Background: an optimization exercise with open tools, aiming at small area, a short achievable clock period and few clock cycles per item. Do not read the settings as production practice.
Only simulation tests tie the RTL to the original design; equivalence was not proved.
Power and IR drop assume default switching activity.

`design/flow/constraint.sdc`:
```
create_clock -name core_clock -period 12.0 [get_ports {clk}]
set_input_delay 2.4000 -clock core_clock [delete_from_list [all_inputs] [get_ports {clk}]]
set_output_delay 2.4000 -clock core_clock [all_outputs]
set_load 0.01 [all_outputs]
```
`design/flow/design.v`:
```
module contone_block_dec (
    input  wire       clk,
    input  wire       rst,           
    input  wire       in_valid,      
    output wire       in_ready,
    input  wire [7:0] in_data,
    input  wire       n_valid,       
    output wire       n_ready,
    input  wire [7:0] n_data,
    input  wire       n_sol,         
    output reg        out_valid,     
    input  wire       out_ready,
    output reg  [7:0] out_data,
    output reg        out_last       
);
    function [7:0] predict;
        input [1:0] p;
        input [7:0] w, n, nw;
        reg   [7:0] lo, hi;
        reg   [8:0] sum;
        begin
            lo  = (w < n) ? w : n;
            hi  = (w < n) ? n : w;
            sum = {1'b0, w} + {1'b0, n};
            case (p)
                2'd0: predict = w;
                2'd1: predict = n;
                2'd2: predict = sum[8:1];
                default: begin
                    if (nw >= hi)      predict = lo;
                    else if (nw <= lo) predict = hi;
                    else               predict = w + n - nw;
                end
            endcase
        end
    endfunction
    reg  [63:0] bb;           
    reg  [6:0]  bn;           
    reg  [6:0]  used;         
    assign in_ready = (bn <= 7'd56);
    wire   in_fire  = in_valid & in_ready;
    reg         active;       
    reg  [1:0]  kind;
    reg  [1:0]  sel_p;
    reg  [2:0]  sel_k;
    reg  [6:0]  idx;          
    reg  [7:0]  last_cur, last_n;
    reg  [4:0]  q;
    integer     qi;
    always @(*) begin
        q = 5'd24;
        for (qi = 23; qi >= 0; qi = qi - 1)
            if (!bb[63-qi]) q = qi[4:0];
    end
    wire [63:0] after_q = bb << (q + 5'd1);                   
    wire [7:0]  rem_k   = (sel_k == 3'd0) ? 8'd0 : (after_q[63:56] >> (4'd8 - {1'b0, sel_k}));
    wire [7:0]  z_rice  = (q == 5'd24) ? bb[39:32] : (({3'd0, q} << sel_k) | rem_k);
    wire [6:0]  len_rice = (q == 5'd24) ? 7'd32 : ({2'd0, q} + 7'd1 + {4'd0, sel_k});
    reg         avail;
    reg  [7:0]  z;
    reg  [6:0]  code_len;
    always @(*) begin
        case (kind)
            2'd1:    begin avail = 1'b1;              z = 8'd0;      code_len = 7'd0; end
            2'd3:    begin avail = (bn >= 7'd8);      z = 8'd0;      code_len = 7'd8; end
            default: begin avail = (bn >= len_rice);  z = z_rice;    code_len = len_rice; end
        endcase
    end
    wire        samp_go = active && !idx[6];
    assign n_ready = samp_go && avail && (!out_valid || out_ready);
    wire        n_fire  = n_ready & n_valid;
    wire [7:0]  s_w   = (idx == 7'd0 && n_sol) ? n_data : last_cur;
    wire [7:0]  s_nw  = (idx == 7'd0 && n_sol) ? n_data : last_n;
    wire [7:0]  pred  = predict(sel_p, s_w, n_data, s_nw);
    wire [7:0]  e     = z[0] ? ~{1'b0, z[7:1]} : {1'b0, z[7:1]};
    wire [7:0]  cur   = (kind == 2'd3) ? bb[63:56] : pred + e;
    wire        take_hdr = !active && (bn >= 7'd8);
    wire        align    = active && idx[6];
    always @(*) begin
        if (take_hdr)   used = 7'd8;
        else if (align) used = {4'd0, bn[2:0]};
        else if (n_fire) used = code_len;
        else            used = 7'd0;
    end
    wire [63:0] bb_c = bb << used;
    wire [6:0]  bn_c = bn - used;
    always @(posedge clk) begin
        if (rst) begin
            bn        <= 7'd0;
            bb        <= 64'd0;
            active    <= 1'b0;
            out_valid <= 1'b0;
        end else begin
            bb <= in_fire ? (bb_c | ({in_data, 56'd0} >> bn_c)) : bb_c;
            bn <= bn_c + (in_fire ? 7'd8 : 7'd0);
            if (take_hdr) begin
                active <= 1'b1;
                kind   <= bb[63:62];
                sel_p  <= bb[61:60];
                sel_k  <= bb[58:56];
                idx    <= 7'd0;
            end else if (align) begin
                active <= 1'b0;
            end
            if (n_fire) begin
                idx       <= idx + 7'd1;
                last_cur  <= cur;
                last_n    <= n_data;
                out_data  <= cur;
                out_last  <= (idx == 7'd63);
                out_valid <= 1'b1;
            end else if (out_ready) begin
                out_valid <= 1'b0;
            end
        end
    end
endmodule
```
`design/flow/run.sh`:
```
#!/bin/bash
# synth_recipe.tcl (not shown) runs the flow's synth.tcl, then flattens the netlist and writes it again
# the make line also repeats each setting of config.mk as NAME=value (left out here)
make -C /OpenROAD-flow-scripts/flow DESIGN_CONFIG=/design/flow/config.mk WORK_HOME=/design/flow/orfs CLKGATE_MAP_FILE= SYNTH_SCRIPT=/design/flow/synth_recipe.tcl finish
```
`design/flow/config.mk`:
```
export PLATFORM = sky130hd
export DESIGN_NAME = contone_block_dec
export DESIGN_NICKNAME = contone_block_dec
export VERILOG_FILES = /design/flow/design.v
export SDC_FILE = /design/flow/constraint.sdc
export NUM_CORES = 4
export LEC_CHECK = 0
export CAP_MARGIN = 20
export CORE_MARGIN = 2
export CORE_UTILIZATION = 40
export SLEW_MARGIN = 20
```
==> results.py <==
metrics = {
    "pwr": {
        "sequentialPowerShare": 0.173,
        "ir_drop_mv": 0.218,
        "p_switching_w": 0.00254,
        "combPwrFrac": 0.755,
        "swShare": 0.588,
        "leakage_nw": 5.87,
        "p_int_w": 0.00178,
        "power.density_nw_per_um2": 278,
        "clockPowerShare": 0.073,
    },
    "critical_path": {
        "crit_top_cell": "a21oi_1",
        "cp_slowest_cell": "o21ai_0",
        "path_max_fanout": 20,
        "worstSetupPathType": "in2reg",
        "endpoint_kind": "flip-flop",
        "cp-start-kind": "input port",
        "r2r-start": "bb[40]",
        "reg2reg_depth": 34,
        "timing.rr.end": "bb[60]",
        "slowest_delay_ps": 800,
        "worst-r2r-setup-slack_ps": 1820,
        "crit_arrival_ps": 10590,
        "critPathRequiredTime_ps": 12130,
    },
    "cts": {
        "clk_latency_ps": 390,
        "htreeDepth": 3,
        "cts_setup_buffers": 0,
        "cts.sinks": 104,
        "cts_tree": "done",
        "clkTransAtPathRegs_ps": 80,
        "cts_root_buf": "clkbuf_16",
        "cts_resized": 0,
        "ctsHoldBuffers": 0,
        "clk_path_buf_depth": 2,
        "numCtsBuffers": 9,
    },
    "sta": {
        "slew_viol_final": 0,
        "skew_ps": 15.5,
        "setup_viol": 0,
        "period_minus_slack_ps": 10460,
        "relSlewSlack": 0.229,
        "min_period_over_period": 0.872,
        "timing.fmax_mhz": 95.6,
        "hold_violations": 0,
        "tightest_slew_ps": 1150,
        "rsz0062_at_grt": "no",
        "setup-tns-final_ps": 0,
    },
    "floorplan": {
        "io_pins": 34,
        "fp.dieArea_sq_um": 38500,
        "rows": 70,
        "fp.dieH_um": 196,
        "core_sq_um": 36400,
        "initial_core_util": 0.405,
        "die_width_um": 196,
    },
    "grt": {
        "grtUsageTotal": 0.308,
        "grt_pass1_vias": 14800,
        "grt_start_max_net_pins": 58,
        "grt_pass1_wl_um": 91600,
        "grt-ovfl-total": 0,
        "antenna_found_initial": 0,
    },
    "routing": {
        "ant_nets": 0,
        "firstDrtPassIters": 6,
        "wl_per_cell_um": 25.3,
        "drt_iter0_markers": 2093,
        "vias_per_cell": 6.63,
        "wl_um": 60100,
        "vias": 15700,
        "drcViolationCount": 0,
    },
    "placed_design": {
        "io_buffers": 33,
        "hpwl_um": 44200,
        "routabilityCongestion": 0.959,
    },
    "yosys": {
        "ys_seq_area_frac": 0.162,
        "synth_cell_types": 99,
        "synth_area_sq_um": 14800,
        "syn_nets": 2077,
        "synthFlopType": "dfxtp_1",
        "synth-edff-count": 31,
        "syn_avg_cell_area_sq_um": 7.47,
        "yosys_warnings": 1,
        "synth_cells": 1975,
        "synth_seq_cells": 104,
        "synth_async_sr_flop_share": 0,
    },
    "final_layout": {
        "area_delta_synth_final_pct": 5.30,
        "nNetsFinal": 2001,
        "drive_above_1_share": 0.0704,
        "layout_common_cells": "nor2_1, nand2_1, mux2i_1",
        "final_common_cell": "nor2_1",
        "num_antenna_cells": 0,
        "nFillCells": 3772,
        "final_util": 0.427,
    },
    "run": {
        "drv_cap": 0,
    },
    "worst_hold_path": {
        "hold_start": "out_valid",
        "hold_path_class": "reg2reg",
        "min_path_cells": 2,
        "worst_hold_path.endpoint": "out_valid",
    },
    "status": {
        "status": "no timing/DRC/antenna violations",
    },
}
[routing by layer]
layer / global-route usage / up-vias / part of all wire
met1: 0.409 / 7402 / 0.42
met4: 0.187 / 0 / 0.068
met2: 0.467 / 916 / 0.43
met5: 0 / - / 0
met3: 0.0497 / 210 / 0.088
li1: - / 7200 / -
[how the worst max path moves through the flow]
stage,from,to,slack [ps],depth (start not counted)
5_1_grt,n_sol,out_data[7],650,34
2_1_floorplan,n_sol,out_data[7],3250,34
4_1_cts,n_sol,out_data[7],1610,34
3_3_place_gp,n_sol,out_data[7],1440,34
6_report,n_sol,out_data[7],1540,34
3_5_place_dp,n_sol,out_data[7],1230,34
[power groups by stage]
stage | Clock, W | Sequential (W) | Combinational [W]
floorplan | 0 | 0.000560 | 0.00238
global placement | 0 | 0.000734 | 0.00313
detailed placement | 0 | 0.000737 | 0.00314
CTS | 0.000316 | 0.000728 | 0.00316
global route | 0.000323 | 0.000748 | 0.00350
finish | 0.000314 | 0.000744 | 0.00326
[metrics by stage]
step | total power (W) | instances | hold slack [ps] | instance area (sq um) | setup WS [ps]
5_1_grt | 0.00458 | 2372 | 552 | 15500 | 652
3_5_place_dp | 0.00388 | 2355 | 512 | 15200 | 1230
6_report | 0.00431 | 2372 | 523 | 15500 | 1540
2_1_floorplan | 0.00294 | 1975 | 403 | 14800 | 3250
4_1_cts | 0.00420 | 2371 | 528 | 15500 | 1610
3_3_place_gp | 0.00387 | 2355 | 503 | 15200 | 1440
[state kept, by name, indices dropped and copies added (netlist names)]
name / flops
kind: 2
idx: 7
sel_p: 2
bb: 64
out_valid: 1
active: 1
out_data: 8
bn: 7
out_last: 1
sel_k: 3
last_n: 8
[cell usage after synthesis, types with 48 or more instances]
| cell | n | area, sq um |
|---|---|---|
| a211oi_1 | 48 | 360 |
| a21oi_1 | 150 | 751 |
| a22oi_1 | 64 | 480 |
| clkbuf_1 | 93 | 349 |
| dfxtp_1 | 73 | 1460 |
| ha_1 | 69 | 863 |
| inv_1 | 74 | 278 |
| mux2i_1 | 197 | 1970 |
| nand2_1 | 205 | 769 |
| nor2_1 | 221 | 830 |
| o211ai_1 | 58 | 435 |
| o21ai_0 | 93 | 465 |
[cell families (layout without fill, tap and decap cells)]
family | Yosys count | count (layout) | synth area share
AOI/OAI and AO/OA | 616 | 616 | 0.280
muxes | 240 | 240 | 0.184
xor gates and xnor gates | 45 | 45 | 0.0267
adders and majority gates | 80 | 80 | 0.0734
DFF | 104 | 104 | 0.162
and+or+nand+nor | 652 | 652 | 0.202
buffers and inverters | 238 | 167 | 0.0718
[cell type report]
class / instances / area (sq um) / share of cell area
inverters: 82 / 313 / 0.0201
multi-input cells: 1633 / 11400 / 0.731
well taps: 468 / 586 / 0.0377
flip-flops and latches: 104 / 2390 / 0.154
clock buffers: 11 / 243 / 0.0156
clock inverters: 5 / 47.5 / 0.00306
repair buffers: 69 / 599 / 0.0386
[critical path, delay by kind of cell]
kind            cells  cell delay, ps
mux                 2             650
xor+xnor            1             170
fa+ha+maj           3             710
buf+inv             4            1110
compound gates     19            4420
simple gates        5            1110
Testbench counts, summed over its fixed seeds: cycles 169,361, blocks 2,560.

[port drivers added, routing unchanged]
No port has a modelled driver above. Below, the same layout with a new extraction and two added sets of constraints.
Step 1, drivers: a clkbuf_16 drives clk and a buf_2 each remaining input, both assumed.
Step 2 also shifts input and output timing later by t, the mid clock arrival at the registers, as if the neighbouring blocks saw the same clock.
Three values: ideal, step 1, step 2; two values: the first two.
t (ns): 0.429
setup WS [ns]: 1.541 / 1.569 / 1.140
hold slack, ns: 0.523 / 0.523 / 0.523
worst register clock-pin slew, ns: 0.09 / 0.09
worst data-port slew with drivers (ns): 0.04
After both steps this run still meets setup and hold. For this run, drivers alone change the setup slack by +0.028 ns; drivers and shift together by -0.401 ns.
